From an optimization exercise on the open Yosys and OpenROAD flow, aimed at small area, a short achievable clock period and few clock cycles; shortcuts taken in it are not production practice.
Only simulation tests tie the RTL to the original design; equivalence was not proved.

Design fold_codec, start of the top module:
module fold_codec (
    input  wire         clk,
    input  wire         rst,         
    input  wire         in_valid,
    output wire         in_ready,
    input  wire         in_dir,      
    input  wire         in_kind,     
    input  wire [255:0] in_data,
    output reg          out_valid,
    output reg  [255:0] out_data,
    output reg          out_special
);
    assign in_ready = 1'b1;
    reg         r_valid;
    reg         r_dir;
    reg         r_kind;
    reg [255:0] r_data;
    always @(posedge clk) begin
        if (rst) r_valid <= 1'b0;
        else     r_valid <= in_valid;
        r_dir  <= in_dir;
        r_kind <= in_kind;
        r_data <= in_data;
    end
    wire [7:0] max_e;
    wire       all_zero;
    fold_max_exp u_max (
        .blk      (r_data),
        .max_e    (max_e),
        .all_zero (all_zero)
    );
    reg         s_valid;
    reg         s_dir;
    reg         s_kind;
    reg [255:0] s_data;
    reg [7:0]   s_max_e;
    reg         s_all_zero;
    always @(posedge clk) begin
        if (rst) s_valid <= 1'b0;
  ...
Size: about 8700 cells after synthesis, ~790 flip-flops, roughly 520 I/O pins, ~55000 sq um of cells after synthesis.
Settings: LEC_CHECK=0, ABC_AREA=1, CAP_MARGIN=20, CORE_MARGIN=2, CORE_UTILIZATION=40, PLACE_DENSITY=0.6, SLEW_MARGIN=20; clock period 45.0 ns.
standard.sh (not shown) runs the stock make flow with config.mk's settings and CLKGATE_MAP_FILE= SYNTH_SCRIPT=/design/flow/synth_recipe.tcl, a recipe that flattens the netlist after the stock synthesis.
==> flow/flow/run.sh <==
#!/bin/bash
# The standard layout (the standard.sh, unchanged synthesis and flow
# steps), with the input and output port buffers made of buf_1 cells instead
# of the delay buffers buffer_ports picks by default. Every port keeps its
# buffer. make's full output goes to standard.log; ORFS keeps each step's log
# under orfs/logs/.
set -euo pipefail
export BUFFER_PORTS_ARGS="-buffer_cell sky130_fd_sc_hd__buf_1"
bash standard.sh > standard.log 2>&1
The baseline completed with no timing, DRC or antenna violations.
Testbench counts at the start, summed over its fixed seeds: cycles 6,008.
Change:
--- a/flow/config.mk
+++ b/flow/config.mk
@@ -9,5 +9,7 @@
 export CAP_MARGIN = 20
 export CORE_MARGIN = 2
-export CORE_UTILIZATION = 40
-export PLACE_DENSITY = 0.6
+export CORE_UTILIZATION = 60
+export CTS_CLUSTER_DIAMETER = 60
+export CTS_CLUSTER_SIZE = 30
+export PLACE_DENSITY = 0.75
 export SLEW_MARGIN = 20
What happened: The new run ran to the end with no violations. Utilization is higher by 21 points. Wire length drops by 9.8%. Area after synthesis stays the same.

========
run E:
fold_codec, a different RTL version from the one above (not shown whole).
For scale: about 7000 cells after synthesis, roughly 800 flip-flops, about 520 I/O pins, about 50000 sq um of cells after synthesis.
export LEC_CHECK = 0
export ABC_AREA = 1
export CAP_MARGIN = 20
export CORE_MARGIN = 2
export CORE_UTILIZATION = 50
export CTS_CLUSTER_DIAMETER = 60
export CTS_CLUSTER_SIZE = 30
export PLACE_DENSITY = 0.7
export SLEW_MARGIN = 20
create_clock -name core_clock -period 45.0 [get_ports {clk}]
==> flow/flow/run.sh <==
#!/bin/bash
# The standard layout (the standard.sh) with two changes:
#  - ABC maps the logic with its area-oriented standard-cell mapper (amap)
#    after extra AIG optimisation, in place of ORFS's abc_area.script. Only
#    the combinational mapping changes; the registers are the standard
#    synthesis's, with the same names and cells.
#  - The input and output port buffers are buf_1 cells instead of the delay
#    buffers buffer_ports picks by default. Every port keeps its buffer.
# make's full output goes to standard.log; ORFS keeps each step's log under
# orfs/logs/.
set -euo pipefail
rm -rf scripts_amap
cp -r "$FLOW_HOME/scripts" scripts_amap
cp flow/abc_area.script scripts_amap/abc_area.script
export SCRIPTS_DIR="$PWD/scripts_amap"
export BUFFER_PORTS_ARGS="-buffer_cell sky130_fd_sc_hd__buf_1"
bash standard.sh > standard.log 2>&1
==> flow/flow/abc_area.script <==
strash
&get -n
&st
&syn2
&dch
&put
dch
amap
topo
stime -c
buffer -c
upsize -c
dnsize -c
Run E: done, clean on timing, DRC and antenna
Testbench counts of run E, summed over its fixed seeds: cycles 6,008.
Modified inputs, run B compared to run E
- PLACE_DENSITY: 0.7 -> 0.75
- CORE_UTILIZATION: 50 -> 60
==> results.txt <==
Of run E and run B, the lower via count belongs to run E.
Re worst setup slack: run B is 0.072 ns down on run E.
Global-route usage in run B is 7.5 points higher than in run E
Row area added between synthesis and finish: run B lower / run E higher
Relative to run E, the time the final worst path needs with I/O delays and setup of run B is higher by 0.072 ns.
Run B against run E; number of buffers added by the clock tree synthesis step is down by more than 10%.
Run E and run B ended up with nearly the same combinational power.
Relative to run E, total number of tap cells has decreased by 218 in run B.
Fraction of met2 tracks used by global routing in run B is 9.4 points above run E.
Worst hold slack came out lower on run B than on run E.

-- port drivers added, routing unchanged --
The results above use ideal ports. As a check the final layouts listed here were re-extracted and re-timed, cells and wires unchanged. Step 1 sets driving cells, clkbuf_16 on the clock port and buf_2 on the other inputs (assumed; they add their load-dependent delay and slew). Step 2 also shifts input and output timing later by t, the mid clock arrival at the registers, as if the neighbouring blocks saw the same clock. Three values: ideal, step 1, step 2; two values: the first two.
run	t (ns)	setup slack, ns	latest minus earliest clock arrival (ns)	worst slew at a driven data input, ns
the first run of note 1	0.810	34.528 / 34.446 / 35.256	0.057 / 0.057	0.07
the second run of note 1	0.771	34.765 / 34.691 / 35.244	0.042 / 0.042	0.06
run E	0.786	34.507 / 34.507 / 34.507	0.054 / 0.053	0.06
run B	0.750	34.436 / 34.436 / 34.436	0.048 / 0.049	0.08
After both steps every run listed still meets setup and hold.
